From an optimization exercise on the open Yosys and OpenROAD flow, aimed at small area and a short achievable clock period; shortcuts taken in it are not production practice. Where RTL was checked, it was by simulation tests only, not by an equivalence proof against the original.

Setup of umber:
// mole_lane_rx
module mole_lane_rx (
    input  wire        clk,
    input  wire        rst,
    input  wire        in_valid,
    input  wire [1:0]  in_hdr,
    input  wire [63:0] in_data,
    output reg         out_valid,
    output reg  [1:0]  out_hdr,
    output reg  [63:0] out_data,
    output reg         sig_valid,
    output wire [7:0]  sig_code,
    output wire [39:0] sig_arg,
    output reg         frm_valid,
    output reg         frm_good,
    output reg  [1:0]  frm_class,
    output reg  [15:0] frm_seq,
    output reg  [6:0]  frm_dest,
    output reg  [6:0]  frm_words,
    output reg         aln_valid,
    output reg  [3:0]  aln_lane,
    output reg  [1:0]  aln_port,
    output reg  [15:0] aln_seq,
    output reg  [4:0]  aln_bip_errs,
    output reg  [15:0] cnt_block_err,
    output reg  [15:0] cnt_signal_bad,
    output reg  [15:0] cnt_crc_err,
    output reg  [15:0] cnt_bip_err,
    output reg         frozen,
    output reg         lane_drop
);
Settings: LEC_CHECK=0, CAP_MARGIN=20, CORE_MARGIN=2, CORE_UTILIZATION=60, CTS_CLUSTER_DIAMETER=140, CTS_CLUSTER_SIZE=27, SLEW_MARGIN=20; clock period 9.0 ns.
standard.sh (not shown) runs the stock make flow with config.mk's settings and CLKGATE_MAP_FILE= SYNTH_SCRIPT=/design/flow/synth_recipe.tcl, a recipe that flattens the netlist after the stock synthesis.
==> flow/flow/run.sh <==
#!/bin/bash
# Standard layout, with fast port buffers and a tighter setup target for
# timing repair. Each tool's output goes to the ORFS logs under orfs/logs;
# make's own output goes to flow_make.log.
set -euo pipefail
bash standard.sh "BUFFER_PORTS_ARGS=-buffer_cell sky130_fd_sc_hd__buf_2" SETUP_SLACK_MARGIN=5.8 finish > flow_make.log 2>&1
Inputs modified between umber and xenon:
--- a/flow/design.v
+++ b/flow/design.v
@@ -68,70 +68,66 @@
     integer g;
     always @(*) begin
         for (g = 0; g < 4; g = g + 1)
             bip_grp[g] = {2'b0, bip_diff[4*g]} + {2'b0, bip_diff[4*g+1]} +
                          {2'b0, bip_diff[4*g+2]} + {2'b0, bip_diff[4*g+3]};
     end
     wire [3:0]  bip_p01 = s1_bgrp[0] + s1_bgrp[1];
     wire [3:0]  bip_p23 = s1_bgrp[2] + s1_bgrp[3];
     wire [4:0]  bip_pop = bip_p01 + bip_p23;
-    wire [7:0]  sig_syn;
-    reg  [7:0]  s1_syn;
-    mole_lane_rx_crc8 u_crc8 (.p1(desc), .sig_syn(sig_syn));
     reg s1_data, s1_idle, s1_sig, s1_fsta, s1_fend, s1_err;
     reg         in_frame;
     reg  [31:0] fcrc;
     reg  [6:0]  fcount;       
     reg  [47:0] last_msg;     
     reg  [2:0]  sig_dist;     
     reg         s2_sig_bad;   
     reg  [4:0]  bip_h1, bip_h2, bip_h3;
     reg  [11:0] win_blocks;
     reg  [11:0] win_idles;
     assign sig_code = last_msg[7:0];
     assign sig_arg  = last_msg[47:8];
     reg         s1_align;
     wire [63:0] p1 = out_data;
     wire fend_close = s1_fend && in_frame;
     wire in_frame_nx = s1_fsta ? 1'b1 : (s1_fend ? 1'b0 : in_frame);
-    wire        sig_crc_ok = (s1_syn == 8'd0);
+    wire [7:0]  sig_syn;
+    mole_lane_rx_crc8 u_crc8 (.p1(p1), .sig_syn(sig_syn));
+    wire        sig_crc_ok = (sig_syn == 8'd0);
     wire        sig_dup    = (sig_dist <= 3'd4) && (p1[55:8] == last_msg);
     wire        sig_good   = s1_sig && sig_crc_ok;
     wire        sig_take   = sig_good && !sig_dup;
-    wire [31:0] crc_in    = fcrc;
+    wire [31:0] crc_in    = s1_fsta ? FSTA_SEED : fcrc;
     wire [31:0] crc_next;
     mole_lane_rx_crc32 u_crc32 (.crc_in(crc_in), .p1(p1), .crc_next(crc_next));
     wire        fend_good = (~fcrc == p1[39:8]) && (fcount == frm_words) &&
                             (frm_words != 7'd0) && (frm_words <= 7'd64);
     wire [6:0]  bip_sum4 = aln_bip_errs + bip_h1 + bip_h2 + bip_h3;
     wire [12:0] idles_now = win_idles + {11'b0, s1_idle};
     wire        s1_valid = out_valid;
     always @(posedge clk) begin
         out_hdr      <= in_hdr;
         out_data     <= payload;
         s1_bgrp[0]   <= bip_grp[0];
         s1_bgrp[1]   <= bip_grp[1];
         s1_bgrp[2]   <= bip_grp[2];
         s1_bgrp[3]   <= bip_grp[3];
         aln_bip_errs <= bip_pop;
-        s1_syn       <= sig_syn;
         aln_lane     <= out_data[11:8];
         aln_port     <= out_data[13:12];
         aln_seq      <= out_data[31:16];
         if (s1_fsta) begin
             frm_class <= p1[9:8];
             frm_seq   <= p1[31:16];
             frm_words <= p1[38:32];
             frm_dest  <= p1[46:40];
         end
-        if (in_valid && c_fsta)
-            fcrc <= FSTA_SEED;
-        else if (s1_fsta || s1_data)
+        if (s1_fsta || s1_data)
             fcrc <= crc_next;
         if (s1_fsta)
             fcount <= 7'd0;
         else if (s1_data && !(fcount[6] && fcount[0]))
             fcount <= fcount + 7'd1;
         if (sig_good)
             last_msg <= p1[55:8];
         if (rst) begin
             hist          <= 58'b0;
Relative to umber, xenon degrades worst clock skew on the final layout.
Against umber, xenon reports a buffering overhead that is lower.
Compared with umber, in xenon met3 wirelength from detailed routing fell 11%.
Only the layout flow was run in umber; the RTL was not checked for function there.

Another version of the RTL of mole_lane_rx (not shown whole).
Size: about 2,300 cells after synthesis, about 420 flip-flops, roughly 310 I/O pins, roughly 24,000 um^2 of cells after synthesis.
Design mole_lane_rx, start of the top module:
module mole_lane_rx (
    input  wire        clk,
    input  wire        rst,
    input  wire        in_valid,
    input  wire [1:0]  in_hdr,
    input  wire [63:0] in_data,
    output reg         out_valid,
    output reg  [1:0]  out_hdr,
    output reg  [63:0] out_data,
    output reg         sig_valid,
    output wire [7:0]  sig_code,
    output wire [39:0] sig_arg,
    output reg         frm_valid,
    output reg         frm_good,
    output reg  [1:0]  frm_class,
    output reg  [15:0] frm_seq,
    output reg  [6:0]  frm_dest,
    output reg  [6:0]  frm_words,
    output reg         aln_valid,
    output reg  [3:0]  aln_lane,
    output reg  [1:0]  aln_port,
    output reg  [15:0] aln_seq,
    output reg  [4:0]  aln_bip_errs,
    output reg  [15:0] cnt_block_err,
    output reg  [15:0] cnt_signal_bad,
    output reg  [15:0] cnt_crc_err,
    output reg  [15:0] cnt_bip_err,
    output reg         frozen,
    output reg         lane_drop
);
clock: 9.0 ns
lec_check: 0
cap_margin: 20
core_margin: 2
core_utilization: 60
cts_cluster_diameter: 140
cts_cluster_size: 27
slew_margin: 20
Scripts as last shown in full above: flow/flow/run.sh
Next try:
--- a/flow/design.v
+++ b/flow/design.v
@@ -103,23 +103,22 @@
                             (frm_words != 7'd0) && (frm_words <= 7'd64);
     wire [6:0]  bip_sum4 = aln_bip_errs + bip_h1 + bip_h2 + bip_h3;
     wire [12:0] idles_now = win_idles + {11'b0, s1_idle};
     wire        s1_valid = out_valid;
     always @(posedge clk) begin
         out_hdr      <= in_hdr;
         out_data     <= payload;
         s1_bgrp[0]   <= bip_grp[0];
         s1_bgrp[1]   <= bip_grp[1];
         s1_bgrp[2]   <= bip_grp[2];
         s1_bgrp[3]   <= bip_grp[3];
-        aln_bip_errs <= bip_pop;
         aln_lane     <= out_data[11:8];
         aln_port     <= out_data[13:12];
         aln_seq      <= out_data[31:16];
         if (s1_fsta) begin
             frm_class <= p1[9:8];
             frm_seq   <= p1[31:16];
             frm_words <= p1[38:32];
             frm_dest  <= p1[46:40];
         end
         if (in_valid && c_fsta)
             fcrc <= FSTA_SEED;
@@ -144,22 +143,23 @@
             s1_fend       <= 1'b0;
             s1_err        <= 1'b0;
             sig_valid     <= 1'b0;
             frm_valid     <= 1'b0;
             frm_good      <= 1'b0;
             cnt_block_err <= 16'b0;
             cnt_signal_bad<= 16'b0;
             cnt_crc_err   <= 16'b0;
             cnt_bip_err   <= 16'b0;
             frozen        <= 1'b0;
             lane_drop     <= 1'b0;
+            aln_bip_errs  <= 5'b0;
             sig_dist      <= 3'd7;
             s2_sig_bad    <= 1'b0;
             in_frame      <= 1'b0;
             bip_h1        <= 5'b0;
             bip_h2        <= 5'b0;
             bip_h3        <= 5'b0;
             win_blocks    <= 12'b0;
             win_idles     <= 12'b0;
         end else begin
             out_valid <= in_valid;
             s1_align  <= in_valid && is_align;
@@ -185,26 +185,27 @@
                 cnt_crc_err <= cnt_crc_err + 16'd1;
             if (s1_err)
                 cnt_block_err <= cnt_block_err + 16'd1;
             sig_valid <= sig_take;
             if (sig_take)
                 sig_dist <= 3'd1;
             else if (s1_valid && sig_dist != 3'd7)
                 sig_dist <= sig_dist + 3'd1;
             s2_sig_bad <= s1_sig && !sig_crc_ok;
             if (s2_sig_bad)
                 cnt_signal_bad <= cnt_signal_bad + 16'd1;
+            aln_bip_errs <= s1_align ? bip_pop : 5'd0;
+            cnt_bip_err  <= cnt_bip_err + {11'b0, aln_bip_errs};
+            if (bip_sum4 >= 7'd16)
+                lane_drop <= 1'b1;
             if (aln_valid) begin
-                cnt_bip_err <= cnt_bip_err + {11'b0, aln_bip_errs};
-                if (bip_sum4 >= 7'd16)
-                    lane_drop <= 1'b1;
                 bip_h3 <= bip_h2;
                 bip_h2 <= bip_h1;
                 bip_h1 <= aln_bip_errs;
             end
             if (s1_valid) begin
                 if (win_blocks == 12'd4095) begin
                     if (idles_now > 13'd3686)
                         frozen <= 1'b1;
                     else if (idles_now <= 13'd2048)
                         frozen <= 1'b0;
                     win_blocks <= 12'd0;
Effect: The changed run produced a clean layout. Clock-buffer cell count is lower by 2. Die area shrinks by 2.9%. Synthesized area drops by 2.9%. Non-clock buffer count climbs by 18. Global-route usage grows by 0.40 points. Final cell count fell by 0.33%. Critical path depth stays the same. Wire length decreases by 1.7%. Via count falls by 1.7%.

[static timing again, ports no longer ideal]
How much do the figures lean on ideal ports? The routed layouts below were timed once more, with nothing changed but the port constraints. Step 1 assumes that a clkbuf_16 drives the clock port and a buf_2 every other input. Step 2 moves the port delays by t, midway between the first and last clock arrival at a register: inputs arrive t later, outputs are due t later. That takes back most of the time a late clock gives input paths. Slacks: no drivers / after step 1 / after step 2; pairs: no drivers / after step 1.
| run | shift t [ns] | setup WS [ns] | hold slack, ns | pins driven straight from the clock port |
|---|---|---|---|---|
| umber | 0.601 | 5.808 / 5.758 / 5.233 | 0.450 / 0.450 / 0.450 | 1 |
| xenon | 0.601 | 5.817 / 5.758 / 5.250 | 0.452 / 0.452 / 0.452 | 1 |
| the first run of note 2 | 0.618 | 5.794 / 5.737 / 5.215 | 0.456 / 0.456 / 0.456 | 1 |
| the second run of note 2 | 0.601 | 5.773 / 5.715 / 5.254 | 0.472 / 0.472 / 0.472 | 1 |
After both steps setup and hold are still met in every run listed. The setup slack of the first run of note 2, which loses most, moves by -0.057 ns with the drivers and by -0.579 ns with both steps.
